From an optimization exercise on the open Yosys and OpenROAD flow, aimed at small area and few clock cycles per item; shortcuts taken in it are not production practice.
RTL that was checked went through simulation tests only; none was proved equivalent to the original.

the reference run:
==> module aes128_enc, before the edit <==
module aes128_enc (
    input  wire         clk,
    input  wire         rst,         
    input  wire         start,
    input  wire [127:0] key,
    input  wire [127:0] block_in,
    output wire         ready,
    output reg          done,
    output wire [127:0] block_out
);
    reg  [7:0]  idle_q;
    wire        idle = idle_q[0];
    reg  [3:0]  phase;               
    reg [127:0] state;               
    reg [127:0] round_key;           
    assign ready     = idle;
    assign block_out = state;
    reg [7:0] rcon;
    always @(*) begin
        case (phase)
            4'd0:    rcon = 8'h01;
            4'd1:    rcon = 8'h02;
            4'd2:    rcon = 8'h04;
            4'd3:    rcon = 8'h08;
            4'd4:    rcon = 8'h10;
            4'd5:    rcon = 8'h20;
            4'd6:    rcon = 8'h40;
            4'd7:    rcon = 8'h80;
            4'd8:    rcon = 8'h1b;
            default: rcon = 8'h36;
        endcase
    end
    wire last = (phase == 4'd9);     
    wire [127:0] s0, k0;
    genvar g;
    generate
        for (g = 0; g < 4; g = g + 1) begin : g_in
            assign s0[127-32*g -: 32] = idle_q[g]   ? block_in[127-32*g -: 32] : state[127-32*g -: 32];
            assign k0[127-32*g -: 32] = idle_q[g+4] ? key[127-32*g -: 32]      : round_key[127-32*g -: 32];
        end
    endgenerate
    integer j;
    always @(posedge clk) begin
        for (j = 0; j < 8; j = j + 1) begin
            if (rst)
                idle_q[j] <= 1'b1;
            else if (idle_q[j])
                idle_q[j] <= !start;
            else
                idle_q[j] <= last;
        end
    end
    wire [127:0] s1, k1;
    aes_round u_round (.s(s0), .k(k0), .rcon(rcon), .mix(!last), .s_out(s1), .k_out(k1));
    always @(posedge clk) begin
        if (rst) begin
            phase <= 4'd0;
            done  <= 1'b0;
        end else begin
            done <= 1'b0;
            if (idle) begin
                if (start) phase <= 4'd1;
            end else if (last) begin
                phase <= 4'd0;
                done  <= 1'b1;
            end else begin
                phase <= phase + 4'd1;
            end
        end
    end
    always @(posedge clk) begin
        state     <= s1;
        round_key <= k1;
    end
endmodule
Settings: LEC_CHECK=0, CAP_MARGIN=20, CELL_PAD_IN_SITES_DETAIL_PLACEMENT=0, CELL_PAD_IN_SITES_GLOBAL_PLACEMENT=1, CORE_MARGIN=2, CORE_UTILIZATION=65, CTS_BUF_LIST=sky130_fd_sc_hd__clkbuf_4 sky130_fd_sc_hd__clkbuf_8, SLEW_MARGIN=20; clock period 8.0 ns.
standard.sh (not shown) runs the stock make flow with config.mk's settings and CLKGATE_MAP_FILE= SYNTH_SCRIPT=/design/flow/synth_recipe.tcl, a recipe that flattens the netlist after the stock synthesis.
==> flow/flow/run.sh <==
#!/bin/bash
# Own layout flow: the standard flow (standard.sh) unchanged except for
# ABC's technology mapping in synthesis, which uses flow/abc_map.script
# (area-oriented mapping) in place of ORFS's speed script. Yosys's passes,
# register names, floorplan, placement, CTS, routing and finish are the
# standard flow's. Run in the standard flow's work folder: bash flow/run.sh
set -euo pipefail
W=$(pwd)
F=$W/flow

# Synthesis script: synth_recipe.tcl with the abc call's -script replaced.
{
  head -n 1 synth_recipe.tcl
  cat <<TCL
proc abc {args} {
  set i [lsearch -exact \$args -script]
  if {\$i >= 0} { lset args [expr {\$i + 1}] $F/abc_map.script }
  yosys abc {*}\$args
}
TCL
  tail -n +2 synth_recipe.tcl
} > my_synth.tcl

sed "s#$W/synth_recipe.tcl#$W/my_synth.tcl#g" standard.sh > my_standard.sh
grep -q "my_synth.tcl" my_standard.sh

# Port buffers: the smallest buffer instead of the one buffer_ports picks.
# No extraction of half adders before ABC (ADDER_MAP_FILE empty).
bash my_standard.sh ADDER_MAP_FILE= BUFFER_PORTS_ARGS="-buffer_cell sky130_fd_sc_hd__buf_1" finish > flow_make.log 2>&1
==> flow/flow/abc_map.script <==
&get -n
&dch
&nf -R 1000
&put
The reference run finished every stage and its layout cleared the timing, design-rule and antenna checks.
diff inputs: the reference run => the trial run
-- flow/design.v --
<<< the reference run, line 156
    output wire [127:0] block_out
);
    reg  [7:0]  idle_q;
    wire        idle = idle_q[0];
    reg  [3:0]  phase;               
    reg [127:0] state;               
>>> the trial run, line 156
    output wire [127:0] block_out
);
    reg         idle;                
    reg  [3:0]  phase;               
    reg [127:0] state;               
<<< the reference run, line 179
    end
    wire last = (phase == 4'd9);     
    wire [127:0] s0, k0;
    genvar g;
    generate
        for (g = 0; g < 4; g = g + 1) begin : g_in
            assign s0[127-32*g -: 32] = idle_q[g]   ? block_in[127-32*g -: 32] : state[127-32*g -: 32];
            assign k0[127-32*g -: 32] = idle_q[g+4] ? key[127-32*g -: 32]      : round_key[127-32*g -: 32];
        end
    endgenerate
    integer j;
    always @(posedge clk) begin
        for (j = 0; j < 8; j = j + 1) begin
            if (rst)
                idle_q[j] <= 1'b1;
            else if (idle_q[j])
                idle_q[j] <= !start;
            else
                idle_q[j] <= last;
        end
    end
    wire [127:0] s1, k1;
    aes_round u_round (.s(s0), .k(k0), .rcon(rcon), .mix(!last), .s_out(s1), .k_out(k1));
    always @(posedge clk) begin
        if (rst) begin
            phase <= 4'd0;
            done  <= 1'b0;
>>> the trial run, line 178
    end
    wire last = (phase == 4'd9);     
    wire [127:0] s0 = idle ? block_in : state;
    wire [127:0] k0 = idle ? key      : round_key;
    wire [127:0] s1, k1;
    aes_round u_round (.s(s0), .k(k0), .rcon(rcon), .mix(!last), .s_out(s1), .k_out(k1));
    always @(posedge clk) begin
        if (rst) begin
            idle  <= 1'b1;
            phase <= 4'd0;
            done  <= 1'b0;
<<< the reference run, line 207
            done <= 1'b0;
            if (idle) begin
                if (start) phase <= 4'd1;
            end else if (last) begin
                phase <= 4'd0;
                done  <= 1'b1;
>>> the trial run, line 190
            done <= 1'b0;
            if (idle) begin
                if (start) begin
                    idle  <= 1'b0;
                    phase <= 4'd1;
                end
            end else if (last) begin
                idle  <= 1'b1;
                phase <= 4'd0;
                done  <= 1'b1;
--- outcome ---
The trial run ended up with state[38] as its worst setup path endpoint; the reference run ended up with state[3].
In the tables for the trial run and the reference run, sequential cell count reads higher with the reference run.
The trial run vs. the reference run: fraction of the cycle the final worst path needs now larger, routed length per instance has increased, setup slack of the critical path after layout went down, pin count of the biggest net entering global routing lower.
The flow did not stop early for the trial run: all stages ran, and the layout cleared the timing, design-rule and antenna checks.
For the reference run, the highest layer used for signal routing was met5, unlike the trial run, where it was met4.
Diff the reference run -> the trial run | post-detailed-route via-to-cell ratio | up slightly
Testbench counts of the trial run, summed over its fixed seeds: cycles 16,008, blocks 1,600.
Function not checked in the reference run: the RTL went through the layout flow alone.

[afterwards: timing with drivers on the ports]
How much do the figures lean on ideal ports? The routed layouts below were timed once more, with nothing changed but the port constraints. Step 1: set_driving_cell puts a clkbuf_16 on clk and a buf_2 on each other input, an assumption about the parent block. Step 2 also shifts input and output timing later by t, the mid clock arrival at the registers, as if the neighbouring blocks saw the same clock. a / b / c = ideal ports / drivers / drivers and shift; a / b = the first two.
run	shift t [ns]	setup slack, ns	latest minus earliest clock arrival (ns)
the reference run	0.714	0.461 / 0.461 / -0.221	0.034 / 0.034
the trial run	0.718	0.333 / 0.333 / -0.189	0.048 / 0.049
Met with ideal ports but missed after step 2: setup timing in the reference run and the trial run. For the reference run, which loses most, drivers alone change the setup slack by 0.000 ns; drivers and shift together by -0.682 ns.
